From an optimization exercise on the open Yosys and OpenROAD flow, aimed at small area; shortcuts taken in it are not production practice. At most, simulation tests tie the RTL to the original design; equivalence was not proved.

==> run R: inputs <==
Design qfb_if, start of the top module:
module qfb_if (
    input  wire        clk,
    input  wire        rst,         
    input  wire        a,
    input  wire        b,
    input  wire        z,
    input  wire        en,          
    input  wire        dirinv,      
    input  wire        zinv,        
    input  wire [1:0]  idxqual,     
    input  wire [9:0]  cwin,        
    input  wire [31:0] chg_hi,      
    input  wire [31:0] chg_lo,      
    input  wire [9:0]  zto,         
    input  wire [15:0] enc_cpr,     
    input  wire        wr,
    input  wire [2:0]  waddr,
    input  wire [31:0] wdata,
    input  wire        rearm,       
    output reg  [31:0] count,
    output reg  [31:0] idxcnt,
    output reg  [31:0] fbspeed,
    output reg  [15:0] idxdev,
    output reg  [15:0] hits,
    output reg  [15:0] merged,
    output reg  [15:0] phcnt,
    output wire [7:0]  fbstat,
    output reg  [31:0] cmp,
    output reg         arm,
    output reg  [1:0]  idxmode,
    output reg         cntmeth,
    output reg         rev,
    output wire        hit
);
clock: 200.0 ns
lec_check: 0
abc_area: 1
cap_margin: 20
core_margin: 2
core_utilization: 40
slew_margin: 20
run.sh (not shown) runs the stock make flow with config.mk's settings and CLKGATE_MAP_FILE= SYNTH_SCRIPT=/design/flow/synth_recipe.tcl, a recipe that flattens the netlist after the stock synthesis.
==> run F (differences from run R) <==
- ABC_AREA: 1 -> not set
==> parameters.txt <==
Parameter                              Value

Setup path
  Crit path max-delay cell type    sky130_fd_sc_hd__o31ai_1
  Worst r2r path cells    152

Run status
  Outcome  no timing/DRC/antenna violations

Layout
  FF/Latch Area    13300 sq um
  Net total in the final layout    10800
  Number of diodes    9

Yosys
  Share of the synthesized area in compound gates (AO/OA/AOI/OAI)    0.218

STA
  Fin Clk Skew    0.0602 ns
(the above is from run F)
==> parameters.txt <==
Parameter                              Value

Run status
  Outcome  no timing/DRC/antenna violations

Yosys
  Share of the synthesized area in compound gates (AO/OA/AOI/OAI)    0.172

Setup path
  Worst r2r path cells    192
  Crit path max-delay cell type    sky130_fd_sc_hd__inv_1

Layout
  FF/Latch Area    13300 sq um
(the above is from run R)
Function was not checked in any run of this note: the RTL went through the layout flow alone.

---

==> run C <==
Another version of the RTL of qfb_if (not shown whole).
Design qfb_if, start of the top module:
module qfb_if (
    input  wire        clk,
    input  wire        rst,         
    input  wire        a,
    input  wire        b,
    input  wire        z,
    input  wire        en,          
    input  wire        dirinv,      
    input  wire        zinv,        
    input  wire [1:0]  idxqual,     
    input  wire [9:0]  cwin,        
    input  wire [31:0] chg_hi,      
    input  wire [31:0] chg_lo,      
    input  wire [9:0]  zto,         
    input  wire [15:0] enc_cpr,     
    input  wire        wr,
    input  wire [2:0]  waddr,
    input  wire [31:0] wdata,
    input  wire        rearm,       
    output reg  [31:0] count,
    output reg  [31:0] idxcnt,
    output reg  [31:0] fbspeed,
    output reg  [15:0] idxdev,
    output reg  [15:0] hits,
    output reg  [15:0] merged,
    output reg  [15:0] phcnt,
    output wire [7:0]  fbstat,
    output reg  [31:0] cmp,
    output reg         arm,
    output reg  [1:0]  idxmode,
    output reg         cntmeth,
    output reg         rev,
    output wire        hit
);
    localparam [2:0] A_CMP = 3'd0, A_SPACING = 3'd1, A_CTRL = 3'd2, A_IDXMODE = 3'd3,
                     A_PRESET = 3'd4, A_FBSTAT = 3'd5, A_MERGED = 3'd6, A_PHCNT = 3'd7;
    reg  [4:0] stepc;         
    wire       step_end = (stepc == 5'd19);
    wire [4:0] stepc_inc;
    qfb_inc #(5) u_stepc (.a(stepc), .ci(1'b1), .s(stepc_inc), .co());
    always @(posedge clk) begin
        if (rst)
            stepc <= 5'd0;
        else
            stepc <= step_end ? 5'd0 : stepc_inc;
    end
    reg        a_s, b_s, z_s, en_s;
    reg        a_p, b_p, zact_p, en_d;
    always @(posedge clk) begin
        a_s  <= a;
        b_s  <= b;
        z_s  <= z;
        en_s <= ~rst & en;
        en_d <= en_s;
    end
    wire       first = en_s & ~en_d;
    wire       zact  = z_s ^ zinv;
    wire       a_ch  = a_s ^ a_p;
    wire       b_ch  = b_s ^ b_p;
    wire       live  = en_s & en_d;
    wire       d_step  = live & (a_ch ^ b_ch);
    wire       d_pherr = live & a_ch & b_ch;
    wire       d_up    = (a_ch ? (a_s ^ b_s) : ~(a_s ^ b_s)) ^ dirinv;
    reg        qual;
    always @(*) begin
        case (idxqual)
            2'd0: qual = 1'b1;
            2'd1: qual = a_s;
            2'd2: qual = b_s;
            default: qual = a_s & b_s;
        endcase
    end
  ...
export LEC_CHECK = 0
export CAP_MARGIN = 20
export CORE_MARGIN = 2
export CORE_UTILIZATION = 40
export SLEW_MARGIN = 20
create_clock -name core_clock -period 200.0 [get_ports {clk}]
==> run Z (differences from run C) <==
--- a/flow/design.v
+++ b/flow/design.v
@@ -295,33 +295,34 @@
             default: tk_t = {tsl_n, 2'b0};
         endcase
     end
     qfb_ge #(34) u_sel (.a({2'd0, dt_t}), .b(tk_t), .ge(dt_ge));
     wire        sel_t = ~dt_ge;
     wire [31:0] pd_t  = sel_t ? tsl_n : dt_t;
     wire [1:0]  pk_t  = sel_t ? 2'd0 : kc;                    
     wire        pstart = (stepc == 5'd16);
-    reg  [31:0] pd_r, pr_r;
+    reg  [31:0] pd_r;
+    reg  [32:0] pr_r;
     reg  [1:0]  pk_r;
     reg  [23:0] pq_r;
     reg         psat_r;
     wire [31:0] pd  = pstart ? pd_t : pd_r;
     wire [1:0]  pk  = pstart ? pk_t : pk_r;
     reg  [2:0]  pf;                  
     always @(*) begin
         case (pk)
             2'd0: pf = 3'd1;
             2'd1: pf = 3'd2;
             2'd2: pf = 3'd4;
             default: pf = 3'd5;
         endcase
     end
     wire        psat = pstart ? (pd_t[31:3] == 29'd0 && pd_t[2:0] <= pf) : psat_r;
-    wire [31:0] pr   = pstart ? {29'd0, pf} : pr_r;
+    wire [32:0] pr   = pstart ? {30'd0, pf} : pr_r;
     reg  [33:0] pn;
     always @(*) begin
         case (pk)
             2'd0: pn = 34'h0BEBC2000;
             2'd1: pn = 34'h17D784000;
             2'd2: pn = 34'h23C346000;
             default: pn = 34'h2FAF08000;
         endcase
@@ -330,32 +331,32 @@
     always @(*) begin
         case (stepc[1:0])
             2'd0: pnb = pn[30:23];
             2'd1: pnb = pn[22:15];
             2'd2: pnb = pn[14:7];
             default: pnb = {pn[6:0], 1'b0};
         endcase
     end
-    wire [31:0] prr [0:8];
+    wire [32:0] prr [0:8];
     wire [7:0]  pqb;
     assign prr[0] = pr;
     genvar pi;
     generate for (pi = 0; pi < 8; pi = pi + 1) begin : prow
         qfb_drow #(32) u (.r(prr[pi]), .n(pnb[7 - pi]), .d(pd), .ro(prr[pi + 1]), .q(pqb[7 - pi]));
     end endgenerate
-    wire [39:0] prow_o = {pqb, prr[8]};
+    wire [40:0] prow_o = {pqb, prr[8]};
     always @(posedge clk) begin
         pd_r   <= pd;
         pk_r   <= pk;
         psat_r <= psat;
-        pr_r   <= prow_o[31:0];
-        pq_r   <= {pq_r[15:0], prow_o[39:32]};
+        pr_r   <= prow_o[32:0];
+        pq_r   <= {pq_r[15:0], prow_o[40:33]};
     end
-    wire [31:0] pmag = psat ? 32'h7FFFFFFF : {1'b0, pq_r, prow_o[39:33]};
+    wire [31:0] pmag = psat ? 32'h7FFFFFFF : {1'b0, pq_r, prow_o[40:34]};
     reg  [31:0] tsx;
     reg  [1:0]  tso;
     always @(*) begin
         case ({p2_step, p1_step})
             2'b00: begin tsx = tsl; tso = 2'd2; end
             2'b01: begin tsx = cl1; tso = 2'd1; end
             2'b10: begin tsx = cl1; tso = 2'd0; end
             default: begin tsx = cl2; tso = 2'd1; end
@@ -371,84 +372,100 @@
     qfb_add #(12) u_z5  (.a({2'b0, zeff}), .b({zeff, 2'b0}), .ci(1'b0), .s(z5[11:0]), .co(z5[12]));
     qfb_add #(16) u_z35 (.a({z3, 4'd0}), .b({3'd0, z5}), .ci(1'b0), .s(z35[15:0]), .co(z35[16]));
     qfb_add #(22) u_zu  (.a({z3, 10'd0}), .b({5'd0, z35}), .ci(1'b0), .s(zto_u), .co());
     qfb_ge  #(32) u_zge (.a(tsx), .b({4'd0, zto_u, 4'd0, tso}), .ge(ts_ge));
     wire        p_zto  = (tsx[31:2] == 30'd0 && tsx[1:0] < tso) | ts_ge;
     wire        p_zero = ~en_s | (nedge < 3'd2) | p_zto;
     reg  [10:0] wblk;
     reg  [10:0] wsub;
-    reg  [21:0] wnet;
     wire [10:0] cwin_eff = (cwin == 10'd0) ? 11'd100 : {1'b0, cwin};
     wire        win_end  = en_s & (wsub == 11'd1999) & (wblk == cwin_eff);
     wire [10:0] wblk_inc, wsub_inc;
-    wire [21:0] wnet_add;
     qfb_inc #(11) u_wblk (.a(wblk), .ci(1'b1), .s(wblk_inc), .co());
     qfb_inc #(11) u_wsub (.a(wsub), .ci(1'b1), .s(wsub_inc), .co());
-    qfb_add #(22) u_wnet (.a(wnet), .b({22{st_dn}}), .ci(st_up), .s(wnet_add), .co());
+    reg         wn_s;
+    reg  [32:0] wn_m;
+    localparam [32:0] WN_MAXN = 33'h186A00000;    
+    localparam [32:0] WN_MAXP = 33'h1869FF3CB;    
+    wire        n1_up = p1_step & p1_up, n1_dn = p1_step & ~p1_up;
+    wire        n0_up = d_step & d_up,   n0_dn = d_step & ~d_up;
+    wire [1:0]  s2_u = {1'b0, n1_up} + {1'b0, n0_up};
+    wire [1:0]  s2_d = {1'b0, n1_dn} + {1'b0, n0_dn};
+    wire [1:0]  s3_u = s2_u + {1'b0, st_up};
+    wire [1:0]  s3_d = s2_d + {1'b0, st_dn};
+    wire [2:0]  s2_v = {1'b0, s2_u} - {1'b0, s2_d};
+    wire [2:0]  s3_v = {1'b0, s3_u} - {1'b0, s3_d};
+    wire [2:0]  sr_v = en_s ? s3_v : s2_v;
+    wire [1:0]  sr_a = sr_v[2] ? (2'd0 - sr_v[1:0]) : sr_v[1:0];
+    reg  [32:0] sr_m;
+    always @(*) begin
+        case (sr_a)
+            2'd0: sr_m = 33'd0;
+            2'd1: sr_m = 33'd3125;
+            2'd2: sr_m = 33'd6250;
+            default: sr_m = 33'd9375;
+        endcase
+    end
+    wire        wn_zero = (wn_m == 33'd0);
+    wire        wn_ismn = (wn_m == WN_MAXN);
+    wire        wn_away = wn_zero | (n0_up & ~wn_s) | (n0_dn & wn_s);
+    wire        wn_add  = wn_away & ~(n0_dn & wn_s & wn_ismn);
+    wire        wn_sn   = (n0_up & ~wn_s & (wn_m == WN_MAXP)) ? 1'b1 :
+                          (n0_dn & wn_s & wn_ismn) ? 1'b0 :
+                          (wn_zero & d_step) ? n0_dn : wn_s;
+    wire [32:0] wn_sum;
+    qfb_add #(33) u_wn (.a(wn_m), .b({33{d_step}} & ({33{~wn_add}} ^ 33'd3125)),
+                        .ci(d_step & ~wn_add), .s(wn_sum), .co());
+    wire        wn_rs   = ~en_s | first | win_end;
+    wire        wn_s_n  = wn_rs ? sr_v[2] : wn_sn;
+    wire [32:0] wn_m_n  = wn_rs ? sr_m : wn_sum;
     always @(posedge clk) begin
         if (!en_s || first || win_end) begin
             wblk <= 11'd1;
             wsub <= 11'd0;
         end else if (wblk == 11'd1049 && wsub == 11'd1151) begin    
             wblk <= 11'd1;
             wsub <= 11'd0;
         end else if (wsub == 11'd1999) begin
             wblk <= wblk_inc;
             wsub <= 11'd0;
         end else
             wsub <= wsub_inc;
-        if (!en_s)
-            wnet <= 22'd0;
-        else if (first || win_end)
-            wnet <= stepv[21:0];
-        else
-            wnet <= wnet_add;
+        wn_s <= wn_s_n;
+        wn_m <= wn_m_n;
     end
     wire        cstart = (wsub == 11'd1996);
-    wire [1:0]  sc_u   = {1'b0, st_up} + {1'b0, p1_step & p1_up} + {1'b0, d_step & d_up};
-    wire [1:0]  sc_d   = {1'b0, st_dn} + {1'b0, p1_step & ~p1_up} + {1'b0, d_step & ~d_up};
-    wire [2:0]  sc     = {1'b0, sc_u} - {1'b0, sc_d};
-    wire [21:0] wnet_t, wabs_t;
-    qfb_add #(22) u_wnt (.a(wnet), .b({{19{sc[2]}}, sc}), .ci(1'b0), .s(wnet_t), .co());
-    qfb_inc #(22) u_wab (.a(wnet_t ^ {22{wnet_t[21]}}), .ci(wnet_t[21]), .s(wabs_t), .co());
-    wire [23:0] w3;
-    wire [24:0] w5;
-    wire [28:0] w35;
-    wire [32:0] cy_t;
-    qfb_add #(23) u_w3  (.a({1'b0, wabs_t}), .b({wabs_t, 1'b0}), .ci(1'b0), .s(w3[22:0]), .co(w3[23]));
-    qfb_add #(24) u_w5  (.a({2'b0, wabs_t}), .b({wabs_t, 2'b0}), .ci(1'b0), .s(w5[23:0]), .co(w5[24]));
-    qfb_add #(28) u_w35 (.a({w3, 4'd0}), .b({3'd0, w5}), .ci(1'b0), .s(w35[27:0]), .co(w35[28]));
-    qfb_add #(33) u_cy  (.a({w3[22:0], 10'd0}), .b({4'd0, w35}), .ci(1'b0), .s(cy_t), .co());
-    reg  [10:0] cr_r;
+    wire [32:0] cy_t = wn_m_n;
+    reg  [11:0] cr_r;
     reg  [23:0] cq_r;
     reg  [13:0] cy_r;
     reg         csat_r, cneg_r;
     wire        cy_ge;
     qfb_ge #(11) u_csat (.a(cy_t[32:22]), .b(wblk), .ge(cy_ge));
     wire        csat = cstart ? cy_ge : csat_r;
-    wire        cneg = cstart ? wnet_t[21] : cneg_r;
-    wire [10:0] cr   = cstart ? cy_t[32:22] : cr_r;
+    wire        cneg = cstart ? wn_s_n : cneg_r;
+    wire [11:0] cr   = cstart ? {1'b0, cy_t[32:22]} : cr_r;
     wire [7:0]  cnb  = cstart ? cy_t[21:14] : cy_r[13:6];
-    wire [10:0] crr [0:8];
+    wire [11:0] crr [0:8];
     wire [7:0]  cqb;
     assign crr[0] = cr;
     genvar ci;
     generate for (ci = 0; ci < 8; ci = ci + 1) begin : crow
         qfb_drow #(11) u (.r(crr[ci]), .n(cnb[7 - ci]), .d(wblk), .ro(crr[ci + 1]), .q(cqb[7 - ci]));
     end endgenerate
-    wire [18:0] crow_o = {cqb, crr[8]};
+    wire [19:0] crow_o = {cqb, crr[8]};
     always @(posedge clk) begin
         csat_r <= csat;
         cneg_r <= cneg;
-        cr_r   <= crow_o[10:0];
-        cq_r   <= {cq_r[15:0], crow_o[18:11]};
+        cr_r   <= crow_o[11:0];
+        cq_r   <= {cq_r[15:0], crow_o[19:12]};
         cy_r   <= cstart ? {cy_t[13:0]} : {cy_r[5:0], 8'd0};
     end
-    wire [31:0] cmag = csat ? 32'h7FFFFFFF : {1'b0, cq_r, crow_o[18:12]};
+    wire [31:0] cmag = csat ? 32'h7FFFFFFF : {1'b0, cq_r, crow_o[19:13]};
     wire        fneg  = fbspeed[31];
     wire [31:0] fbx   = fbspeed ^ {32{fneg}};        
     wire        fbt   = (fbx[3:0] != 4'd0) | fneg;
     wire        hi_ge, lo_ge;
     qfb_ge #(33) u_hi (.a({chg_hi, 1'b0}), .b({4'd0, fbx[31:4], fbt}), .ge(hi_ge));
     qfb_ge #(32) u_lo (.a({4'd0, cmag[31:4]}), .b(chg_lo), .ge(lo_ge));
     wire        gt_hi = (chg_hi == 32'd0) ? ({4'd0, fbx[31:4], fbt} > {32'd1000000, 1'b0}) : ~hi_ge;
     wire        lt_lo = (chg_lo == 32'd0) ? ({4'd0, cmag[31:4]} < 32'd750000) : ~lo_ge;
@@ -540,20 +557,18 @@
     assign c[0] = 1'b1;
     genvar i;
     generate for (i = 0; i < W; i = i + 1) begin : g
         assign c[i+1] = (a[i] & ~b[i]) | (a[i] & c[i]) | (~b[i] & c[i]);
     end endgenerate
     assign ge = c[W];
 endmodule
 module qfb_drow #(parameter W = 32) (
-    input  wire [W-1:0] r,
+    input  wire [W:0]   r,
     input  wire         n,
     input  wire [W-1:0] d,
-    output wire [W-1:0] ro,
+    output wire [W:0]   ro,
     output wire         q
 );
-    wire [W:0] t;
-    wire       co;
-    qfb_add #(W + 1) u_sub (.a({r, n}), .b({1'b1, ~d}), .ci(1'b1), .s(t), .co(co));
-    assign q  = co;
-    assign ro = q ? t[W-1:0] : {r[W-2:0], n};
+    wire s = r[W];
+    qfb_add #(W + 1) u_as (.a({r[W-1:0], n}), .b({1'b0, d} ^ {(W + 1){~s}}), .ci(~s), .s(ro), .co());
+    assign q = ~ro[W];
 endmodule
Settings changed: ABC_AREA set to 1, CORE_UTILIZATION 40 to 60, CTS_BUF_LIST set to sky130_fd_sc_hd__clkbuf_4, CTS_CLUSTER_DIAMETER set to 40, CTS_CLUSTER_SIZE set to 8, PLACE_DENSITY set to 0.7.
==> run summary <==
* Grt met1 use at 29.1%
* Reg2Reg Depth at 354
* Synth Area in Compound Gates at 13.5%
* Status: complete, no violations
* CP required at 200,530 ps
the above is filed under run C

==> run summary <==
* CP required at 200,840 ps
* Synth Area in Compound Gates at 10.6%
* Syn Inst Count at 5,868
* Reg2Reg Depth at 349
* Kind of critical path: input pin to flop
* Status: complete, no violations
* Grt met1 use at 42.4%
the above is filed under run Z

Function not checked in run C: the RTL went through the layout flow alone.

## port drivers added, routing unchanged
The flow's constraints put no driver on any port. The routed layouts listed below were extracted and timed again, unchanged, in two steps.
Step 1: set_driving_cell puts a clkbuf_16 on clk and a buf_2 on each other input, an assumption about the parent block.
Step 2 moves the port delays by t, midway between the first and last clock arrival at a register: inputs arrive t later, outputs are due t later. That takes back most of the time a late clock gives input paths.
Slacks: ideal / step 1 / step 2; pairs: ideal / step 1.
| run | t, ns | setup slack, ns | worst hold slack (ns) | worst slew at a driven data input, ns | cell pins on the clock port's net |
|---|---|---|---|---|---|
| run R | 0.821 | 123.523 / 123.600 / 122.779 | 0.354 / 0.354 / 0.354 | 0.17 | 1 |
| run F | 0.799 | 121.478 / 121.417 / 120.618 | 0.342 / 0.342 / 0.342 | 0.15 | 1 |
| run C | 0.735 | 45.359 / 45.407 / 44.672 | 0.337 / 0.337 / 0.337 | 0.12 | 1 |
| run Z | 1.015 | 43.997 / 44.009 / 42.994 | 0.342 / 0.342 / 0.342 | 0.17 | 1 |
After both steps every run listed still meets setup and hold. The setup slack of run Z, which loses most, moves by +0.012 ns with the drivers and by -1.003 ns with both steps.
